This is an optimization exercise on Yosys and OpenROAD, whose aim is small area, a short achievable clock period and few clock cycles per item, not a production implementation.
The RTL was checked by simulation tests, not by an equivalence proof against the original design.

==> flow/design.v (outline; a module is shown in full before it is edited, if it fits) <==
// module cymal_xu: 1191 lines
module cymal_xu (
    input             clk,
    input             rst,
    input             in_valid,
    output            in_ready,
    input      [31:0] in_insn,
    input      [31:0] in_a,
    input      [31:0] in_b,
    input      [31:0] in_c,
    output reg        out_valid,
    output reg  [1:0] out_cause,
    output reg        out_wr0,
    output reg        out_wr1,
    output reg [31:0] out_data0,
    output reg [31:0] out_data1
);
  // ...
==> flow/flow/run.sh <==
#!/bin/bash
# Standard layout, with the timing repair steps aiming for a clock period of
# about 6.5 ns instead of stopping once the 26 ns constraint is met.
set -euo pipefail
bash standard.sh SETUP_SLACK_MARGIN=19.5 finish > standard_flow.log 2>&1
==> flow/standard.sh <==
#!/bin/bash
# synth_recipe.tcl (not shown) runs the flow's synth.tcl, then flattens the netlist and writes it again
# the make line also repeats each setting of config.mk as NAME=value (left out here)
make -C /OpenROAD-flow-scripts/flow DESIGN_CONFIG=/design/flow/config.mk WORK_HOME=/design/flow/orfs CLKGATE_MAP_FILE= SYNTH_SCRIPT=/design/flow/synth_recipe.tcl "${@:-finish}"
==> flow/config.mk <==
export PLATFORM = sky130hd
export DESIGN_NAME = cymal_xu
export DESIGN_NICKNAME = cymal_xu
export VERILOG_FILES = /design/flow/design.v
export SDC_FILE = /design/flow/constraint.sdc
export NUM_CORES = 4
export LEC_CHECK = 0
export ABC_AREA = 1
export CAP_MARGIN = 20
export CORE_MARGIN = 2
export CORE_UTILIZATION = 55
export PLACE_DENSITY = 0.65
export SLEW_MARGIN = 20
export TNS_END_PERCENT = 10
==> flow/constraint.sdc <==
create_clock -name core_clock -period 26.0 [get_ports {clk}]
set_input_delay 5.2000 -clock core_clock [delete_from_list [all_inputs] [get_ports {clk}]]
set_output_delay 5.2000 -clock core_clock [all_outputs]
set_load 0.01 [all_outputs]
==> results.py, run 1 <==
metrics = {
    "global_route": {
        "track_usage": 0.720,
        "top_usage_layer": "met2",
        "grt_overflow_total": 341,
        "grt_max_degree": 96,
        "grt.met1_usage": 0.745,
        "gr-usage-met3": 0.558,
    },
    "yosys": {
        "yosysTopAreaCellShare": 0.148,
        "synthAdderAreaFrac": 0.154,
        "synth.yosys.warnings": 1,
        "synth-seq-area-share": 0.143,
        "syn_nets": 9436,
        "synth_xor_area_frac": 0.110,
        "synth_top_cell_by_area": "nand2_1",
        "synthMuxAreaShare": 0.00410,
        "ys_top_cells_by_area": "nand2_1 (15%), fa_1 (10%), xor2_1 (8.5%)",
        "synth_top_family_by_area": "simple AND/OR/NAND/NOR gates",
        "synthCells": 8793,
        "synthSimpleGateAreaFrac": 0.287,
        "synthArstFlopShare": 0,
        "yosysMostFrequentCell": "nand2_1",
        "synth_cell_types": 77,
        "netlist_area_um2": 56100,
        "syn_area_per_cell_um2": 6.38,
        "synth_common_cells": "nand2_1 (2205), inv_1 (1055), nor2_1 (682)",
    },
    "placed_design": {
        "gp_congestion": 1.12,
        "dpl-instance-area_um2": 59600,
    },
    "run_status": {
        "tool.error": "[ERROR GRT-0232] Routing congestion too high. Check the congestion heatmap in the GUI.",
        "haltStage": "global routing (5_1_grt)",
        "status": "did not finish",
    },
    "cts": {
        "cts-root-buf": "clkbuf_16",
        "cts_hold_buf": 0,
        "cts_resized": 453,
        "cts.sinks": 342,
    },
    "floorplanning": {
        "ioPinCount": 201,
        "start_util": 0.553,
    },
}
Testbench counts, summed over its fixed seeds: cycles 85,275, insns 80,000.
==> run 2: changes to the inputs <==
--- a/flow/design.v
+++ b/flow/design.v
@@ -104,18 +104,21 @@
     reg  [31:0] s1_i, s1_a, s1_b;
     reg         s1_cnz;
     reg   [5:0] s1_op;
     reg         s1_xa, s1_xb;
     reg   [6:0] s1_ys;
     reg         s1_mul, s1_div;
     reg         s1_mulh, s1_muli;    
     reg         s1_divs;             
+    reg   [7:0] s1_bone, s1_btwo, s1_bneg;    
     assign in_ready = rdy;
     wire accept = in_valid & rdy;
+    wire [16:0] in_mbx = {(!in_insn[31] && in_insn[30:25] == 6'h0F) ? {in_insn[14], in_insn[14:0]} : in_b[15:0], 1'b0};
+    integer bj;
     wire        is_short = s1_i[31];
     wire  [5:0] op       = s1_i[30:25];
     wire  [5:0] fn       = s1_i[5:0];
     wire  [4:0] sop      = s1_i[14:10];
     reg  [1:0] d_cause;
     always @* begin
         d_cause = C_OK;
         if (is_short) begin
@@ -354,26 +357,25 @@
     wire [31:0] my     = s1_muli ? {{17{imm15[14]}}, imm15} : s1_b;
     wire [32:0] ma1    = {s1_mulh & s1_a[31], s1_a};
     wire [33:0] mb1    = {{2{s1_mulh & my[31]}}, my};
     wire        mpass  = e2_mp;
     wire [32:0] ma     = mpass ? e2_ma : ma1;
     function [2:0] booth(input [2:0] t);
         booth = {t[1] ^ t[0], (t[2] & ~t[1] & ~t[0]) | (~t[2] & t[1] & t[0]), t[2]};
     endfunction
-    wire [34:0] mbx0 = {18'd0, mb1[15:0], 1'b0};
     reg   [8:0] d1_one, d1_two, d1_neg;      
     reg   [8:0] d2_one, d2_two, d2_neg;      
     reg  [314:0] pp;
     reg    [8:0] pneg;
     reg          b_one, b_two;
     integer j;
     always @* begin
         for (j = 0; j < 9; j = j + 1) begin
-            {d1_one[j], d1_two[j], d1_neg[j]} = (j == 8) ? 3'b000 : booth(mbx0[2*j +: 3]);
+            {d1_one[j], d1_two[j], d1_neg[j]} = (j == 8) ? 3'b000 : {s1_bone[j], s1_btwo[j], s1_bneg[j]};
             {d2_one[j], d2_two[j], d2_neg[j]} = booth(mb1[15 + 2*j +: 3]);
         end
         for (j = 0; j < 9; j = j + 1) begin
             b_one   = mpass ? e2_one[j] : d1_one[j];
             b_two   = mpass ? e2_two[j] : d1_two[j];
             pneg[j] = mpass ? e2_neg[j] : d1_neg[j];
             pp[35*j +: 35] = ({35{b_one}} & {ma[32], ma[32], ma} | {35{b_two}} & {ma[32], ma, 1'b0}) ^
                              {35{pneg[j]}};
@@ -1123,30 +1125,32 @@
             rdy <= accept ? !(rdy_h || (i_mul && rdy_m) || (i_div && rdy_d)) : rdy_k;
             e2_v      <= e1_go && !e1_div || e1_div && dv_none;
             e2_mp     <= e1_go && s1_mul;
             busy      <= busy_n;
             out_valid <= busy ? dv_last : e2_v;
         end
     end
     always @(posedge clk) begin
-        if (accept) begin
+        if (rdy) begin
             s1_i   <= in_insn;
             s1_a   <= in_a;
             s1_b   <= in_b;
             s1_cnz <= (in_c != 32'd0);
             s1_op  <= i_op;
             s1_xa  <= i_xa;
             s1_xb  <= i_xb;
             s1_ys  <= i_ys;
             s1_mul <= i_mul;
             s1_div <= i_div;
             s1_mulh <= !in_insn[31] && in_insn[30:25] == 6'h00 && in_insn[5:0] == O_MULH;
             s1_muli <= !in_insn[31] && in_insn[30:25] == 6'h0F;
             s1_divs <= !in_insn[31] && in_insn[30:25] == 6'h00 && in_insn[5:0] == O_DIVS;
+            for (bj = 0; bj < 8; bj = bj + 1)
+                {s1_bone[bj], s1_btwo[bj], s1_bneg[bj]} <= booth(in_mbx[2*bj +: 3]);
         end
     end
     always @(posedge clk) begin
         e2_cause <= d_cause;
         e2_wr0   <= d_ok && (d_op != O_NOP);
         e2_wr1   <= e1_div;
         e2_mul   <= s1_mul;
         e2_mlo   <= (d_op == O_MUL);
==> flow/config.mk (replaced) <==
export PLATFORM = sky130hd
export DESIGN_NAME = cymal_xu
export DESIGN_NICKNAME = cymal_xu
export VERILOG_FILES = /design/flow/design.v
export SDC_FILE = /design/flow/constraint.sdc
export NUM_CORES = 4
export LEC_CHECK = 0
export ABC_AREA = 1
export CAP_MARGIN = 20
export CORE_MARGIN = 2
export CORE_UTILIZATION = 45
export PLACE_DENSITY = 0.6
export SLEW_MARGIN = 20
export TNS_END_PERCENT = 10
==> run 2 against run 1 <==
Against the previous run:
- the run now finishes clean
- synthesized area increased by 1.8%
- synthesized cell count is 1.0% higher
==> results.py, run 2 <==
metrics = {
    "run_status": {
        "status": "timing/DRC/antenna clean",
    },
    "yosys": {
        "synth-seq-area-share": 0.153,
        "ys_top_cells_by_area": "nand2_1 (15%), fa_1 (10%), xor2_1 (8.4%)",
        "synth_seq_cells": 366,
        "netlist_area_um2": 57100,
        "syn_area_per_cell_um2": 6.43,
        "synth_top_cell_by_area": "nand2_1",
        "yosysTopAreaCellShare": 0.148,
        "synthArstFlopShare": 0,
        "synth_cell_types": 84,
        "synth-edff-count": 139,
        "synth_common_cells": "nand2_1 (2247), inv_1 (1121), nor2_1 (673)",
        "yosysMostFrequentCell": "nand2_1",
        "synth_flop_cell": "dfxtp_1",
        "synthCells": 8882,
        "syn_nets": 9525,
        "synth.yosys.warnings": 1,
    },
    "setup_path": {
        "critical-path-max-stage-delay_ns": 0.88,
        "critPathLaunchType": "flop",
        "path_class": "flop to flop",
        "rr_worst_depth": 28,
        "crit_fanout": 14,
        "path_buf_inv": 6,
        "r2r_slack_ns": 19.23,
        "cp_top_family": "adder cells",
        "worstReg2RegEnd": "out_data0[13]$_DFF_P_",
        "crit_arrival_ns": 7.37,
        "cp-end-kind": "flop",
        "crit_slowest_cell": "xor2_1",
        "critPathRequiredTime_ns": 26.60,
        "crit_top_cell": "fa_1",
        "r2r-start": "e2_mp$_SDFF_PP0_",
    },
    "global_route": {
        "grt_max_degree": 72,
        "grt_pass1_wl_mm": 418,
        "antenna_found_initial": 13,
        "track_usage": 0.437,
        "grt_overflow_total": 0,
        "grt_pass1_vias": 61300,
    },
    "detailed_routing": {
        "vias": 66800,
        "drt-initial-drc-count": 8855,
        "topRoutingLayerUsed": "met5",
        "route.met2.wl_mm": 127,
        "ant_nets": 0,
        "firstDrtPassIters": 7,
        "drt-total-wl_mm": 301,
        "via_per_inst": 6.14,
        "wl_met1_mm": 113,
        "drc": 0,
        "dr_wl_met3_mm": 35.2,
        "routedWlPerCell_um": 27.6,
    },
    "cts": {
        "cts.clk_slew.worst_paths_ns": 0.07,
        "cts_max_path_buffers": 3,
        "cts_inserted_buffers": 48,
        "clk_latency_ns": 0.69,
        "cts.sinks": 366,
        "cts-root-buf": "clkbuf_16",
        "h-tree-depth": 2,
        "cts_tree": "done",
    },
    "finish": {
        "fillCellCount": 12600,
        "area_growth_pct": 19.8,
        "layout_commonest_cell": "nand2_1",
        "final_cell_mix": "nand2_1 (2195), inv_1 (1071), nor2_1 (629)",
        "final_nets": 9818,
        "drive_above_1_share": 0.129,
        "top_regs": "dv_d (33), e2_ma (33)",
    },
    "timing": {
        "fin_crit_ns": 6.77,
        "fmaxAchievable_mhz": 148,
        "drv_slew": 0,
        "period_share": 0.260,
        "rsz0062_at_grt": "yes",
        "fin_tns_setup_ns": 0,
        "tightest_slew_ns": 1.14,
        "skew_ns": 0.0447,
        "relSlewSlack": 0.237,
        "finalHoldViolCount": 0,
        "finalSetupViolations": 0,
    },
    "worst_hold_path": {
        "hold_end": "out_wr0$_SDFF_PP1_",
        "hp-start": "e2_wr0$_DFF_P_",
        "holdPathStages": 1,
        "hold_path.class": "flop to flop",
    },
    "floorplanning": {
        "core_area_um2": 126000,
        "start_util": 0.454,
        "die_h_um": 360,
        "ioPinCount": 201,
        "dieWidth_um": 360,
        "rows": 130,
        "die-area_um2": 130000,
    },
    "job": {
        "drv_cap": 0,
    },
    "placed_design": {
        "hpwl_mm": 221,
        "gp_congestion": 1.07,
        "numPortBuffers": 196,
    },
}
-- run 2: final cells by class --
class                      instances  area (um2)  share of cell area
multi-input combinational       6937       44700               0.654
clock buffer                      57        1320              0.0193
inverter                        1182        4630              0.0678
tap                             1650        2060              0.0302
timing repair inverter             6        47.5            0.000695
sequential                       366        8790               0.129
timing repair buffer             634        6370              0.0932
clock inverter                    33         400             0.00585
antenna                           13        32.5            0.000476
-- run 2: cell families (layout without fill, tap and decap cells) --
group	after synthesis	in the layout	share of synthesized area
simple gates	3843	3848	0.282
compound gates	1831	1831	0.189
buf+inv	1584	1912	0.108
xor+xnor	691	691	0.108
fa+ha+maj	512	512	0.151
flops	366	366	0.153
mux	55	55	0.00964
other cells	0	13	0
-- run 2: worst max path at each step --
stage | start | end | slack [ns] | depth (start not counted)
final | e2_mp$_SDFF_PP0_ | out_data0[13]$_DFF_P_ | 19.23 | 28
after global routing | e2_mp$_SDFF_PP0_ | out_data0[27]$_DFF_P_ | 19.20 | 25
after CTS | out_wr1$_SDFF_PP1_ | out_wr1 | 19.28 | 1
after detailed placement | in_insn[30] | s1_bone[7]$_DFFE_PP_ | 17.07 | 14
after global placement | in_insn[30] | s1_btwo[2]$_DFFE_PP_ | 17.02 | 14
after floorplan | in_insn[30] | s1_btwo[2]$_DFFE_PP_ | 19.00 | 13
-- run 2: worst register-to-register path, delay by kind of cell, from the launching register on --
kind                       cells  cell delay, ns
AOI/OAI and AO/OA              3            0.33
xor gates and xnor gates       2            1.08
adders and majority gates      6            2.78
buffers and inverters          6            0.76
DFF                            1            0.46
and+or+nand+nor               11            1.28
-- run 2: layer usage --
layer,track usage,vias up
met5,0,-
met2,0.662,4392
met3,0.113,1210
met1,0.545,31400
li1,-,29900
met4,0.299,10
-- run 2: repair_timing --
action	4_1_cts	5_1_grt
hold buffers	0	0
resized for setup	476	305
pin swaps	73	130
gates cloned	16	18
buffers inserted	134	120
setup endpoints to repair	257	240
-- run 2: per-stage QoR --
stage	util	cells	instance area, um2	setup WS, ns	hold slack (ns)
5_1_grt	0.544	10900	68400	19.20	0.423
3_5_place_dp	0.486	10500	61100	17.07	0.408
6_report	0.544	10900	68400	19.23	0.416
4_1_cts	0.523	10700	65800	19.28	0.416
2_1_floorplan	-	8882	57200	19.00	0.346
3_3_place_gp	0.486	10500	61100	17.02	0.404
Testbench counts of run 2, summed over its fixed seeds: cycles 85,275, insns 80,000.
==> run 3: changes to the inputs <==
--- a/flow/config.mk
+++ b/flow/config.mk
@@ -10,4 +10,4 @@
 export CORE_MARGIN = 2
-export CORE_UTILIZATION = 45
-export PLACE_DENSITY = 0.6
+export CORE_UTILIZATION = 35
+export PLACE_DENSITY = 0.5
 export SLEW_MARGIN = 20
==> run 3 against run 2 <==
Against the previous run:
- still clean on timing, DRC and antenna
- sequential cell count unchanged
- final cell count up 4.6%
- utilization down 12 points
- routed wire length up 4.2%
- clock skew up 0.026 ns
- die area up 28%
==> results.py, run 3 <==
metrics = {
    "run_status": {
        "status": "timing/DRC/antenna clean",
    },
    "yosys": {
        "synthAdderAreaFrac": 0.151,
        "ys_top_cells_by_area": "nand2_1 (15%), fa_1 (10%), xor2_1 (8.4%)",
        "synth_top_family_by_area": "simple AND/OR/NAND/NOR gates",
        "yosysMostFrequentCell": "nand2_1",
        "synth-edff-count": 139,
        "synth.yosys.warnings": 1,
        "netlist_area_um2": 57100,
        "synthArstFlopShare": 0,
        "synth_compound_area_frac": 0.189,
        "syn_area_per_cell_um2": 6.43,
        "synth_cell_types": 84,
        "synth-seq-area-share": 0.153,
        "synthMuxAreaShare": 0.00964,
        "synthSimpleGateAreaFrac": 0.282,
        "synthCells": 8882,
        "synth_flop_cell": "dfxtp_1",
        "synth_seq_cells": 366,
        "yosysTopAreaCellShare": 0.148,
        "synth_xor_area_frac": 0.108,
        "syn_nets": 9525,
        "synth_top_cell_by_area": "nand2_1",
        "synth_common_cells": "nand2_1 (2247), inv_1 (1121), nor2_1 (673)",
    },
    "placed_design": {
        "hpwl_mm": 233,
        "dpl-instance-area_um2": 61900,
        "dp_worst_setup_slack_ns": 16.83,
        "placed_cells": 11000,
        "numPortBuffers": 196,
        "gp_congestion": 1.02,
    },
    "cts": {
        "cts_hold_buf": 0,
        "clk_latency_ns": 0.69,
        "cts_inserted_buffers": 50,
        "cts.sinks": 366,
        "h-tree-depth": 2,
        "cts_max_path_buffers": 3,
        "cts_tree": "done",
        "cts-root-buf": "clkbuf_16",
        "cts.clk_slew.worst_paths_ns": 0.06,
    },
    "setup_path": {
        "crit_fanout": 5,
        "rr_worst_depth": 28,
        "crit_slowest_cell": "o21ai_4",
        "worstReg2RegEnd": "e2_res[23]$_DFF_P_",
        "cp-end-kind": "flop",
        "r2r-start": "s1_op[0]$_DFFE_PP_",
        "crit_arrival_ns": 7.18,
        "critPathLaunchType": "primary input",
        "critPathRequiredTime_ns": 26.37,
        "crit_chain": "clkbuf_2 > nor2_4 > inv_4 > nor2_4 > inv_2 > nor2_4 > nand2_2 > nor2_4 > buf_12 > clkinvlp_4 > buf_12 > clkbuf_16 > o21ai_4 > inv_2 > nor2_2 > a211oi_2",
        "critical-path-max-stage-delay_ns": 0.27,
        "path_class": "primary input to flop",
        "crit_top_cell": "nor2_4",
        "r2r_slack_ns": 19.24,
    },
    "detailed_routing": {
        "drt-total-wl_mm": 313,
        "topRoutingLayerUsed": "met5",
        "dr_wl_met3_mm": 26.9,
        "ant_nets": 0,
        "via_per_inst": 5.76,
        "vias": 65500,
        "firstDrtPassIters": 6,
        "routedWlPerCell_um": 27.5,
        "route.met2.wl_mm": 136,
        "drt-initial-drc-count": 7808,
        "wl_met1_mm": 129,
        "drc": 0,
    },
    "timing": {
        "period_share": 0.262,
        "worst_slack_ns": 19.19,
        "fin_tns_setup_ns": 0,
        "relSlewSlack": 0.124,
        "tightest_slew_ns": 1.28,
        "fin_crit_ns": 6.81,
        "skew_ns": 0.0703,
        "finalHoldViolCount": 0,
        "drv_slew": 0,
        "finalSetupViolations": 0,
        "fmaxAchievable_mhz": 147,
        "rsz0062_at_grt": "yes",
        "hold_ws_ns": 0.405,
    },
    "floorplanning": {
        "core_area_um2": 162000,
        "dieWidth_um": 408,
        "start_util": 0.352,
        "ioPinCount": 201,
        "die-area_um2": 166000,
        "die_h_um": 408,
        "rows": 148,
    },
    "job": {
        "drv_cap": 0,
    },
    "finish": {
        "layout_commonest_cell": "nand2_1",
        "stdcell_count": 11400,
        "stdcell_area_um2": 68700,
        "multi_input_area_um2": 44600,
        "fillCellCount": 17400,
        "final_cell_mix": "nand2_1 (2203), inv_1 (1078), nor2_1 (631)",
        "drive_above_1_share": 0.123,
        "final_util": 0.423,
        "area_growth_pct": 20.3,
        "top_regs": "dv_d (33), e2_ma (33)",
        "final_nets": 9799,
        "ff_latch_area_um2": 8790,
    },
    "global_route": {
        "antenna_found_initial": 16,
        "grt_pass1_wl_mm": 438,
        "grt_pass1_vias": 60800,
        "grt_overflow_total": 0,
        "grt_max_degree": 95,
        "track_usage": 0.358,
    },
    "worst_hold_path": {
        "holdPathStages": 2,
        "hold_path.class": "flop to flop",
        "hp-start": "e2_cause[1]$_DFF_P_",
        "hold_end": "out_cause[1]$_SDFF_PP0_",
    },
}
run 3: kinds of logic after synthesis:
logic type | after synthesis
muxes | 55
xor gates and xnor gates | 691
AOI/OAI and AO/OA | 1831
buffers and inverters | 1584
adders and majority gates | 512
DFF | 366
and+or+nand+nor | 3843
run 3: how the worst max path moves through the flow:
stage                              start                     to  slack [ns]  depth (start not counted)
floorplan                    in_insn[30]   s1_btwo[2]$_DFFE_PP_       19.00                         13
detailed placement  out_data1[1]$_DFF_P_  out_data1[24]$_DFF_P_       16.83                         42
global placement    out_data1[1]$_DFF_P_  out_data1[24]$_DFF_P_       16.83                         42
CTS                          in_insn[30]   s1_btwo[6]$_DFFE_PP_       19.25                         15
global route                 in_insn[29]   s1_btwo[5]$_DFFE_PP_       19.14                         16
finish                       in_insn[29]   s1_btwo[5]$_DFFE_PP_       19.19                         16
run 3: critical path, delay by kind of cell:
kind | cells | cell delay (ns)
buffers and inverters | 8 | 0.91
and+or+nand+nor | 6 | 0.75
AOI/OAI and AO/OA | 2 | 0.31
run 3: metal layers:
layer	vias to the layer above	GRT usage
li1	29800	-
met1	31400	0.473
met2	3371	0.557
met3	807	0.0563
met4	10	0.196
met5	-	0
run 3: timing repair:
| item | 4_1_cts | 5_1_grt |
|---|---|---|
| resized for setup | 584 | 167 |
| cloned | 21 | 9 |
| setup endpoints to repair | 258 | 239 |
| buffers inserted | 163 | 60 |
| pin swaps | 110 | 74 |
| endpoints found under the hold margin | 0 | 0 |
run 3: area by class of cell:
cell class / instances / share of cell area
Antenna cell: 4 / 0.000146
Clock buffer: 67 / 0.0205
Clock inverter: 24 / 0.00328
Inverter: 1182 / 0.0675
Multi-Input combinational cell: 6937 / 0.649
Sequential cell: 366 / 0.128
Tap cell: 2175 / 0.0396
Timing Repair Buffer: 615 / 0.0911
Timing Repair inverter: 4 / 0.000437

what the ideal ports hide:
No port has a modelled driver above. Below, the same layouts with a new extraction and two added sets of constraints. Step 1: set_driving_cell puts a clkbuf_16 on clk and a buf_2 on each other input, an assumption about the parent block. Step 2 moves the port delays by t, midway between the first and last clock arrival at a register: inputs arrive t later, outputs are due t later. That takes back most of the time a late clock gives input paths. Slacks: ideal ports / drivers / drivers and shift; pairs: ideal ports / drivers.
| run | shift t [ns] | slack for setup (ns) | worst register clock-pin slew, ns |
|---|---|---|---|
| run 2 | 0.745 | 19.228 / 19.228 / 18.538 | 0.07 / 0.07 |
| run 3 | 0.736 | 19.191 / 19.213 / 18.477 | 0.07 / 0.07 |
After both steps every run listed still meets setup and hold. The setup slack of run 3, which loses most, moves by +0.022 ns with the drivers and by -0.714 ns with both steps.
